This is an optimization exercise on Yosys and OpenROAD, whose aim is small area and a short achievable clock period, not a production implementation.
RTL that was checked went through simulation tests only; none was proved equivalent to the original.
The clock input has no modelled driver; a real chip could not lean on it and would need a root buffer or a full tree.
Power figures rest on the tool's default switching activity, not on a simulated workload.

==> trial 94: inputs <==
Design can_fd_rx, start of the top module:
module can_fd_rx (
    input  wire        clk,
    input  wire        rst,
    input  wire        fd_en,
    input  wire        pex_en,
    input  wire        rx_valid,
    input  wire        rx_bit,
    output reg         ev_hdr,
    output wire [28:0] hdr_ident,
    output reg         hdr_ide,
    output reg         hdr_rtr,
    output reg         hdr_fdf,
    output reg         hdr_brs,
    output reg         hdr_esi,
    output reg  [3:0]  hdr_dlc,
    output reg  [6:0]  hdr_len,
    output reg         ev_word,
    output wire [3:0]  word_idx,
    output wire [31:0] word_data,
    output reg         ev_ack,
    output reg         ev_valid,
    output reg         ev_end,
    output reg         ev_eofdom,
    output reg         ev_pex,
    output reg         ev_err,
    output wire [3:0]  err_kind,
    output wire [4:0]  err_field
);
Settings: LEC_CHECK=0, ABC_CLOCK_PERIOD_IN_PS=2000, CAP_MARGIN=20, CORE_MARGIN=2, CORE_UTILIZATION=40, PLACE_DENSITY=0.6, SETUP_SLACK_MARGIN=3.0, SLEW_MARGIN=20; clock period 5.0 ns.
run.sh (not shown) runs the stock make flow with config.mk's settings and CLKGATE_MAP_FILE= SYNTH_SCRIPT=/design/flow/synth_recipe.tcl, a recipe that flattens the netlist after the stock synthesis.
==> inputs of trial 90, as changes to trial 94 <==
Settings changed: ABC_CLOCK_PERIOD_IN_PS 2000 to default, SETUP_SLACK_MARGIN 3.0 to default.
==> impl_metrics.ini <==
[placed_design]
dpl_cell_area_sq_um = 8710

[power_and_ir_drop]
power_w = 0.00283

[timing]
finalCritPeriodShare = 0.730

[outcome]
status = timing/DRC/antenna clean
the above is filed under trial 90

==> impl_metrics.ini <==
[yosys]
yosys.area_share.simple = 0.238

[placed_design]
dpl_cell_area_sq_um = 8870

[timing]
finalCritPeriodShare = 0.607

[outcome]
status = timing/DRC/antenna clean

[power_and_ir_drop]
power_w = 0.00295
the above is filed under trial 94


==> garnet <==
can_fd_rx, a different RTL version from the one above (not shown whole).
export LEC_CHECK = 0
export ABC_AREA = 1
export CAP_MARGIN = 20
export CORE_MARGIN = 2
export CORE_UTILIZATION = 40
export PLACE_DENSITY = 0.6
export SETUP_SLACK_MARGIN = 3.15
export SLEW_MARGIN = 20
create_clock -name core_clock -period 5.0 [get_ports {clk}]
standard.sh (not shown) runs the stock make flow with config.mk's settings and CLKGATE_MAP_FILE= SYNTH_SCRIPT=/design/flow/synth_recipe.tcl, a recipe that flattens the netlist after the stock synthesis.
==> flow/flow/run.sh <==
#!/bin/bash
# Standard layout with two changes:
#  - the port buffers are made from the smallest buffer (sky130_fd_sc_hd__buf_1)
#    instead of the resizer's default choice; timing repair still resizes any
#    of them that is on a critical path;
#  - the clock tree is a balanced two-level tree built by flow/cts_pre.tcl
#    (clk -> 4 buffers -> 8 buffers -> flip-flops, sinks clustered by
#    location) in place of TritonCTS's H-tree; the rest of the CTS step
#    (legalization, setup and hold repair) runs as usual.
set -euo pipefail
here=$(pwd)
export BUFFER_PORTS_ARGS="-buffer_cell sky130_fd_sc_hd__buf_1"
export PRE_CTS_TCL="$here/flow/cts_pre.tcl"
bash standard.sh > standard.log 2>&1
==> flow/flow/cts_pre.tcl <==
# Build a balanced two-level clock tree by hand and turn TritonCTS off for
# this step: the clock port drives NL1 first-level buffers, each of them
# drives two leaf buffers, and each leaf buffer drives the flip-flops of one
# cluster (k-means on their placed locations).
set block [ord::get_db_block]
set db [ord::get_db]
set clknet [[$block findBTerm clk] getNet]
set leaf_master [$db findMaster sky130_fd_sc_hd__clkbuf_16]
set l1_master [$db findMaster sky130_fd_sc_hd__clkbuf_8]

set pts {}
foreach it [$clknet getITerms] {
  set inst [$it getInst]
  set box [$inst getBBox]
  lappend pts [list [expr {([$box xMin] + [$box xMax]) / 2.0}] [expr {([$box yMin] + [$box yMax]) / 2.0}] $it]
}
set nsink [llength $pts]
set NL1 [expr {min(4, max(1, int(ceil($nsink / 40.0))))}]
set NB [expr {2 * $NL1}]
puts "manual clock tree: $nsink sinks, $NB leaf buffers, $NL1 first-level buffers"

proc kmeans {pts k iters} {
  set xs {}; set ys {}
  foreach p $pts { lappend xs [lindex $p 0]; lappend ys [lindex $p 1] }
  set minx [tcl::mathfunc::min {*}$xs]; set maxx [tcl::mathfunc::max {*}$xs]
  set miny [tcl::mathfunc::min {*}$ys]; set maxy [tcl::mathfunc::max {*}$ys]
  # start on a grid of k/2 columns and 2 rows (or one row for k < 2)
  set cx {}; set cy {}
  set cols [expr {max(1, $k / 2)}]; set rows [expr {$k / $cols}]
  for {set i 0} {$i < $cols} {incr i} {
    for {set j 0} {$j < $rows} {incr j} {
      lappend cx [expr {$minx + ($i + 0.5) / $cols * ($maxx - $minx)}]
      lappend cy [expr {$miny + ($j + 0.5) / $rows * ($maxy - $miny)}]
    }
  }
  for {set iter 0} {$iter < $iters} {incr iter} {
    set grp [lrepeat $k {}]
    foreach p $pts {
      set best 0; set bd 1e18
      for {set c 0} {$c < $k} {incr c} {
        set dd [expr {abs([lindex $p 0] - [lindex $cx $c]) + abs([lindex $p 1] - [lindex $cy $c])}]
        if {$dd < $bd} { set bd $dd; set best $c }
      }
      lset grp $best [concat [lindex $grp $best] [list $p]]
    }
    for {set c 0} {$c < $k} {incr c} {
      set g [lindex $grp $c]
      if {[llength $g] == 0} continue
      set sx 0; set sy 0
      foreach p $g { set sx [expr {$sx + [lindex $p 0]}]; set sy [expr {$sy + [lindex $p 1]}] }
      lset cx $c [expr {$sx / [llength $g]}]; lset cy $c [expr {$sy / [llength $g]}]
    }
  }
  return [list $grp $cx $cy]
}

proc place_at {inst x y} {
  $inst setLocation [expr {int($x)}] [expr {int($y)}]
  $inst setPlacementStatus PLACED
}

lassign [kmeans $pts $NB 30] grp cx cy

# leaf buffers
set leaves {}
for {set c 0} {$c < $NB} {incr c} {
  set g [lindex $grp $c]
  if {[llength $g] == 0} continue
  set inst [odb::dbInst_create $block $leaf_master "clkleaf_$c"]
  set net [odb::dbNet_create $block "clknet_leaf_$c"]
  $net setSigType CLOCK
  foreach p $g { set it [lindex $p 2]; $it disconnect; $it connect $net }
  [$inst findITerm X] connect $net
  place_at $inst [lindex $cx $c] [lindex $cy $c]
  lappend leaves [list [lindex $cx $c] [lindex $cy $c] $inst]
  puts "  leaf $c: [llength $g] sinks"
}

# first level: cluster the leaf buffers
lassign [kmeans $leaves $NL1 30] lgrp lcx lcy
for {set c 0} {$c < $NL1} {incr c} {
  set g [lindex $lgrp $c]
  if {[llength $g] == 0} continue
  set inst [odb::dbInst_create $block $l1_master "clkl1_$c"]
  set net [odb::dbNet_create $block "clknet_l1_$c"]
  $net setSigType CLOCK
  [$inst findITerm A] connect $clknet
  [$inst findITerm X] connect $net
  foreach p $g { [[lindex $p 2] findITerm A] connect $net }
  place_at $inst [lindex $lcx $c] [lindex $lcy $c]
  puts "  first-level buffer $c: [llength $g] leaf buffers"
}
$clknet setSigType CLOCK

set_propagated_clock [all_clocks]

# the tree is built: CTS itself does nothing in this step
rename clock_tree_synthesis tritoncts_unused
proc clock_tree_synthesis {args} { puts "clock_tree_synthesis skipped: manual clock tree" }
==> maple: changes against garnet <==
==> flow/run.sh (new file) <==
#!/bin/bash
# synth_recipe.tcl (not shown) runs the flow's synth.tcl, then flattens the netlist and writes it again
# the make line also repeats each setting of config.mk as NAME=value (left out here)
make -C /OpenROAD-flow-scripts/flow DESIGN_CONFIG=/design/flow/config.mk WORK_HOME=/design/flow/orfs CLKGATE_MAP_FILE= SYNTH_SCRIPT=/design/flow/synth_recipe.tcl finish
SETUP_SLACK_MARGIN = 3.3   (was 3.15)
removed: flow/flow/run.sh
removed: flow/flow/cts_pre.tcl
removed: flow/standard.sh
==> willow: changes against garnet <==
--- a/flow/design.v
+++ b/flow/design.v
@@ -4,19 +4,19 @@
     input  wire        fd_en,
     input  wire        pex_en,
     input  wire        rx_valid,
     input  wire        rx_bit,
     output reg         ev_hdr,
     output wire [28:0] hdr_ident,
     output reg         hdr_ide,
-    output reg         hdr_rtr,
+    output wire        hdr_rtr,
     output reg         hdr_fdf,
-    output reg         hdr_brs,
-    output reg         hdr_esi,
-    output reg  [3:0]  hdr_dlc,
+    output wire        hdr_brs,
+    output wire        hdr_esi,
+    output wire [3:0]  hdr_dlc,
     output reg  [6:0]  hdr_len,
     output reg         ev_word,
     output wire [3:0]  word_idx,
     output wire [31:0] word_data,
     output reg         ev_ack,
     output reg         ev_valid,
     output reg         ev_end,
@@ -69,19 +69,24 @@
     reg [2:0]  stuffc;      
     reg        scerr;       
     reg [14:0] crc15;
     reg [16:0] crc17;
     reg [20:0] crc21;
     reg [31:0] r;           
     reg        lbf;         
-    reg [2:0]  ek;          
+    reg        fin;         
+    reg        crc_okr;     
     assign hdr_ident = r[28:0];
+    assign hdr_rtr   = r[31];
+    assign hdr_esi   = r[30];
+    assign hdr_brs   = r[29];
+    assign hdr_dlc   = cnt[8:5];
     assign word_data = r;
     assign word_idx  = cnt[8:5];
-    assign err_kind  = {1'b0, ek};
+    assign err_kind  = {1'b0, hdr_len[2:0]};
     assign err_field = cur;
     wire in_bit = v & active;
     wire dbit   = in_bit & ~stf;         
     wire sbit   = in_bit & stf;          
     wire sof    = v & ~active & ~b;
     wire same   = (b == last);
     wire c_base   = (cur == F_BASE_ID);
@@ -102,24 +107,22 @@
     wire c_ackdel = (cur == F_ACK_DELIM);
     wire c_eof    = (cur == F_EOF);
     wire c_msg    = ~cur[4] & ~(cur[3] & cur[2]);    
     wire c_crcs   = c_msg | c_sc | c_crc;            
     wire fd   = hdr_fdf;
     wire wide = hdr_len[6] | hdr_len[5] | (hdr_len[4] & (hdr_len[3] | hdr_len[2]));
     wire nf        = ~fresh;
-    wire i_b10     = nf & (cnt[3:0] == 4'd9);
-    wire i_e17     = nf & (cnt[4:0] == 5'd16);
     wire i_m4_3    = nf & (cnt[1:0] == 2'd2);       
     wire i_byte7   = nf & (cnt[2:0] == 3'd6);
-    wire i_c14     = nf & (cnt[3:0] == 4'd13);
-    wire i_fdcrc   = (cnt[4:0] == (wide ? 5'd23 : 5'd19));
     wire i_eof5    = nf & (cnt[2:0] == 3'd4);
     wire i_eof6    = nf & (cnt[2:0] == 3'd5);
     wire [8:0] cnt1 = fresh ? 9'd0 : cnt + 9'd1;
-    wire [1:0] lane = fresh ? 2'd0 : (cnt[2:0] == 3'd7) ? cnt[4:3] + 2'd1 : cnt[4:3];
+    reg  [2:0] th;
+    wire [3:0] lane_le = {1'b1, th};
+    wire [3:0] lane_eq = {~th[2], th[2] & ~th[1], th[1] & ~th[0], th[0]};
     wire z15 = (crc15 == 15'd0);
     wire z17 = (crc17 == 17'd0);
     wire z21 = (crc21 == 21'd0);
     wire crc_ok = fd ? (~scerr & (wide ? z21 : z17)) : z15;
     reg sc_exp;
     always @* begin
         if (fresh) sc_exp = stuffc[2];
@@ -150,27 +153,39 @@
             end else if (d[3]) begin
                 data_len = 7'd8;
             end else begin
                 data_len = {3'd0, d};
             end
         end
     endfunction
-    wire [3:0] dlc_n = {hdr_dlc[2:0], b};
+    wire [3:0] dlc_n = {cnt[7:5], b};
     wire [6:0] len_n = data_len(dlc_n, fd, hdr_rtr);
     wire       len_z = fd ? (dlc_n == 4'd0) : (hdr_rtr | (dlc_n == 4'd0));
-    wire f_dlc    = c_dlc & i_m4_3;
-    wire f_data   = c_data & i_byte7 & lbf;
+    wire f_dlc    = c_dlc & fin;
+    wire f_data   = c_data & fin;
     wire end_data = (f_dlc & len_z) | f_data;
-    wire f_sc     = c_sc & i_m4_3;
-    wire f_crc    = c_crc & (fd ? i_fdcrc : i_c14);
+    wire f_crc    = c_crc & fin;
+    reg pre_fin;
+    always @* begin
+        case (cur)
+            F_BASE_ID:     pre_fin = nf & (cnt[3:0] == 4'd8);
+            F_EXT_ID:      pre_fin = nf & (cnt[4:0] == 5'd15);
+            F_DLC:         pre_fin = nf & (cnt[1:0] == 2'd1);
+            F_STUFF_COUNT: pre_fin = nf & (cnt[1:0] == 2'd1);
+            F_DATA:        pre_fin = nf & (cnt[2:0] == 3'd5) & lbf;
+            F_CRC:         pre_fin = fd ? (cnt[4:0] == (wide ? 5'd22 : 5'd18))
+                                        : nf & (cnt[3:0] == 4'd12);
+            default:       pre_fin = 1'b0;
+        endcase
+    end
     wire x_fdf    = c_fdf & b & ~fe;                 
     wire x_res    = c_res & fd & b;                  
     wire x_bad    = x_fdf | x_res;
     wire x_form   = (c_crcdel | c_ackdel | (c_eof & ~i_eof6)) & ~b;
-    wire x_crc    = c_ackdel & b & ~crc_ok;
+    wire x_crc    = c_ackdel & b & ~crc_okr;
     wire d_pex    = x_bad & pe;
     wire d_err    = (x_bad & ~pe) | x_form | x_crc;
     wire d_eofdom = c_eof & i_eof6 & ~b;
     wire d_end    = c_eof & i_eof6 & b;
     wire d_valid  = c_eof & i_eof5 & b;
     wire d_ack    = c_crcdel & b & crc_ok;
     wire d_hdr    = f_dlc;
@@ -179,30 +194,30 @@
     wire s_err    = sbit & same;                     
     reg [4:0] nxt;
     reg       adv;       
     always @* begin
         nxt = cur;
         adv = 1'b0;
         case (cur)
-            F_BASE_ID:     begin nxt = F_RTR_SRR; adv = i_b10; end
+            F_BASE_ID:     begin nxt = F_RTR_SRR; adv = fin; end
             F_RTR_SRR:     begin nxt = F_IDE; adv = 1'b1; end
             F_IDE:         begin nxt = b ? F_EXT_ID : F_FDF; adv = 1'b1; end
-            F_EXT_ID:      begin nxt = F_RTR2; adv = i_e17; end
+            F_EXT_ID:      begin nxt = F_RTR2; adv = fin; end
             F_RTR2:        begin nxt = F_FDF; adv = 1'b1; end
             F_FDF:         begin nxt = (b | hdr_ide) ? F_RES : F_DLC; adv = ~x_fdf; end
             F_RES:         begin nxt = fd ? F_BRS : F_DLC; adv = ~x_res; end
             F_BRS:         begin nxt = F_ESI; adv = 1'b1; end
             F_ESI:         begin nxt = F_DLC; adv = 1'b1; end
-            F_DLC:         begin nxt = len_z ? (fd ? F_STUFF_COUNT : F_CRC) : F_DATA; adv = i_m4_3; end
+            F_DLC:         begin nxt = len_z ? (fd ? F_STUFF_COUNT : F_CRC) : F_DATA; adv = fin; end
             F_DATA:        begin nxt = fd ? F_STUFF_COUNT : F_CRC; adv = f_data; end
-            F_STUFF_COUNT: begin nxt = F_CRC; adv = i_m4_3; end
+            F_STUFF_COUNT: begin nxt = F_CRC; adv = fin; end
             F_CRC:         begin nxt = F_CRC_DELIM; adv = f_crc; end
             F_CRC_DELIM:   begin nxt = F_ACK; adv = b; end
             F_ACK:         begin nxt = F_ACK_DELIM; adv = 1'b1; end
-            F_ACK_DELIM:   begin nxt = F_EOF; adv = b & crc_ok; end
+            F_ACK_DELIM:   begin nxt = F_EOF; adv = b & crc_okr; end
             default:       begin nxt = cur; adv = 1'b0; end
         endcase
     end
     integer i;
     always @(posedge clk) begin
         if (rst) begin
             active    <= 1'b0;
@@ -232,20 +247,22 @@
             cur   <= F_BASE_ID;
             fresh <= 1'b1;
         end else if (s_err) begin
             cur   <= sfield;
         end else if (dbit) begin
             if (adv) cur <= nxt;
             fresh <= adv & ~c_sc;
-            cnt   <= cnt1;
+            cnt   <= c_dlc ? {dlc_n, cnt1[4:0]} : cnt1;
         end
         if (s_err)
-            ek <= E_STUFF;
-        else if (dbit)
-            ek <= x_crc ? ((fd & scerr) ? E_STUFF_COUNT : E_CRC) : E_FORM;
+            hdr_len[2:0] <= E_STUFF;
+        else if (dbit && d_err)
+            hdr_len[2:0] <= x_crc ? ((fd & scerr) ? E_STUFF_COUNT : E_CRC) : E_FORM;
+        else if (dbit && f_dlc)
+            hdr_len <= len_n;
         if (sof) begin
             run    <= 3'd1;
             last   <= 1'b0;
             dyn    <= 1'b1;
             stf    <= 1'b0;
             stuffc <= 3'd0;
         end else if (sbit) begin
@@ -254,53 +271,57 @@
             stf    <= 1'b0;
             if (dyn) stuffc <= stuffc + 3'd1;
         end else if (dbit) begin
             run    <= same ? run + 3'd1 : 3'd1;
             last   <= b;
             stf    <= (end_data & fd) | ((c_sc | c_crc) & fd & i_m4_3) |
                       (dyn & same & (run == 3'd4));
-            if ((end_data & fd) | (c_crc & ~fd & i_c14)) dyn <= 1'b0;
+            if ((end_data & fd) | (f_crc & ~fd)) dyn <= 1'b0;
         end
         if (dbit)
             sfield <= (end_data & fd) ? F_STUFF_COUNT : cur;
         lbf <= ({1'b0, cnt[8:3]} + 7'd1 == hdr_len);
+        if (dbit) begin
+            if (!c_data)
+                th <= 3'b111;
+            else if (i_byte7)
+                th <= (th[2] ? {th[1:0], 1'b0} : 3'b111);
+        end
+        crc_okr <= crc_ok;
+        if (sof)
+            fin <= 1'b0;
+        else if (dbit)
+            fin <= ~adv & pre_fin;
         if (!active) begin
             crc15 <= 15'd0;
             crc17 <= POLY17;
             crc21 <= POLY21;
         end else if (in_bit && c_crcs) begin
             if (!stf)
                 crc15 <= {crc15[13:0], 1'b0} ^ ((b ^ crc15[14]) ? POLY15 : 15'd0);
             if (!stf || dyn) begin
                 crc17 <= {crc17[15:0], 1'b0} ^ ((b ^ crc17[16]) ? POLY17 : 17'd0);
                 crc21 <= {crc21[19:0], 1'b0} ^ ((b ^ crc21[20]) ? POLY21 : 21'd0);
             end
         end
         if (dbit && c_sc)
             scerr <= (fresh ? 1'b0 : scerr) | (b ^ sc_exp);
-        if (!active)
-            r[17:0] <= 18'd0;
+        if (!active) begin
+            r[17:0]  <= 18'd0;
+            r[30:29] <= 2'd0;
+        end
+        if (dbit && (c_rtr1 || c_rtr2)) r[31] <= b;
+        if (dbit && c_esi) r[30] <= b;
+        if (dbit && c_brs) r[29] <= b;
         if (dbit && (c_base || c_ext)) begin
-            r <= {r[30:0], b};
+            r[28:0] <= {r[27:0], b};
         end else if (dbit && c_data) begin
-            for (i = 0; i < 4; i = i + 1) begin
-                if (lane == i[1:0])
-                    r[8*i +: 8] <= {r[8*i +: 7], b};
-                else if (lane < i[1:0])
-                    r[8*i +: 8] <= {r[8*i +: 7], 1'b0};
-            end
+            for (i = 0; i < 4; i = i + 1)
+                if (lane_le[i])
+                    r[8*i +: 8] <= {r[8*i +: 7], b & lane_eq[i]};
         end
         if (dbit) begin
-            if (c_rtr1 | c_rtr2) hdr_rtr <= b;
             if (c_ide) hdr_ide <= b;
             if (c_fdf) hdr_fdf <= b;
-            if (c_brs) hdr_brs <= b;
-            if (c_esi) hdr_esi <= b;
-            if (c_dlc) hdr_dlc <= dlc_n;
-            if (f_dlc) hdr_len <= len_n;
-        end
-        if (sof) begin
-            hdr_brs <= 1'b0;
-            hdr_esi <= 1'b0;
         end
     end
 endmodule
SETUP_SLACK_MARGIN = 3.0   (was 3.15)
==> amber: changes against garnet <==
SETUP_SLACK_MARGIN = 3.0   (was 3.15)
==> key figures <==
Power and ir drop
  • Total Power: 2650 µW
  • Switch share: 32.1%
  • Sequential power: 1350 µW

Clock network
  • CTS clock-pin slew for the worst setup and hold paths: 0.10 ns

Layout
  • Ant. Diodes: 1

Run status
  • Status: complete, no violations

Placed design
  • Place WS: 1.74 ns

Synthesis
  • EDFF count, synth: 35
  • Post-synthesis xor/xnor area fraction: 4.59%

Detailed routing
  • Drt initial violations: 488
  • DR vias: 6130

Global route
  • Met3 Use GR: 2.11%

Worst setup path
  • Slowest stage delay, CP: 0.52 ns
The numbers above come from willow.

==> key figures <==
Detailed routing
  • DR vias: 6561
  • Vias per std cell: 5.06
  • Drt initial violations: 492

Power and ir drop
  • Sequential power: 1320 µW
  • Total Power: 3270 µW
  • Switch share: 29.5%

Global route
  • Met3 Use GR: 5.15%
  • GRT met2 Usage: 33.3%

Timing
  • Final min period: 2.02 ns

Layout
  • ClkCell Share: 5.79%
  • Ant. Diodes: 0

Run status
  • Status: complete, no violations

Floorplanning
  • Initial Utilization: 41.0%
  • Cell row count: 48

Synthesis
  • Syn nets: 897
  • EDFF count, synth: 43
  • Post-synthesis xor/xnor area fraction: 4.79%

Clock network
  • CTS tree: yes
  • CTS clock-pin slew for the worst setup and hold paths: 0.07 ns

Placed design
  • HPWL after DPL: 11800 µm
  • Place WS: 2.19 ns

Worst setup path
  • Crit path max-delay family: flip-flops
The numbers above come from maple.

==> key figures <==
Power and ir drop
  • Switch share: 28.2%
  • Sequential power: 1330 µW
  • Total Power: 2540 µW

Worst setup path
  • Slowest stage delay, CP: 0.43 ns

Placed design
  • Place WS: 2.24 ns

Synthesis
  • Register area share after synthesis: 47.7%
  • Main combinational cell family by area after synthesis: simple AND/OR/NAND/NOR gates
  • Post-synthesis xor/xnor area fraction: 4.79%
  • EDFF count, synth: 43

Clock network
  • CTS clock-pin slew for the worst setup and hold paths: 0.09 ns

Run status
  • Status: complete, no violations

Detailed routing
  • Drt initial violations: 481
  • DR vias: 6130

Floorplanning
  • I/O pins: 104
The numbers above come from garnet.

==> key figures <==
Run status
  • Status: complete, no violations

Layout
  • Max-area cell class: sequential cells
  • Sequential portion of the cell area: 42.6%
  • Ant. Diodes: 0
  • Fraction of layout cells with a size suffix above 1: 11.6%

Timing
  • Max-slew violation count: 0

Synthesis
  • EDFF count, synth: 43
  • Top cells by area, synth: dfxtp_1 (30%), edfxtp_1 (18%), nand2_1 (9.0%)
  • Post-synthesis xor/xnor area fraction: 4.79%

Worst setup path
  • Slowest stage delay, CP: 0.51 ns
  • Critical Path Start Type: flop
  • Reg-to-reg endpoint: cur[1]

Power and ir drop
  • Total Power: 2460 µW
  • Switch share: 27.9%
  • Sequential power: 1340 µW

Detailed routing
  • Vias per std cell: 5.02
  • DR vias: 5891
  • Drt initial violations: 398

Global route
  • Met3 Use GR: 2.06%

Placed design
  • Place WS: 2.26 ns

Clock network
  • CTS clock-pin slew for the worst setup and hold paths: 0.08 ns
The numbers above come from amber.

The RTL of willow was laid out without a check of its function. The clock cells of garnet, willow and amber come from the design's own scripts or RTL, not from TritonCTS.

-- static timing again, ports no longer ideal --
No port has a modelled driver above. Below, the same layouts with a new extraction and two added sets of constraints.
Step 1, drivers: a clkbuf_16 drives clk and a buf_2 each remaining input, both assumed.
Step 2, shift: input delay + t, output delay - t, t = (earliest + latest rising clock arrival at the registers) / 2. This alone moves slack from input paths to output paths.
a / b / c = no drivers / after step 1 / after step 2; a / b = the first two.
run | shift t [ns] | slack for setup (ns) | pins driven straight from the clock port
trial 94 | 0.466 | 1.963 / 1.963 / 1.963 | 1
trial 90 | 0.463 | 1.352 / 1.352 / 1.352 | 1
garnet | 0.358 | 2.983 / 2.950 / 2.983 | 4
maple | 0.471 | 2.977 / 2.933 / 3.068 | 1
willow | 0.360 | 3.012 / 2.936 / 3.074 | 4
amber | 0.355 | 3.034 / 2.956 / 3.038 | 4
After both steps every run listed still meets setup and hold.
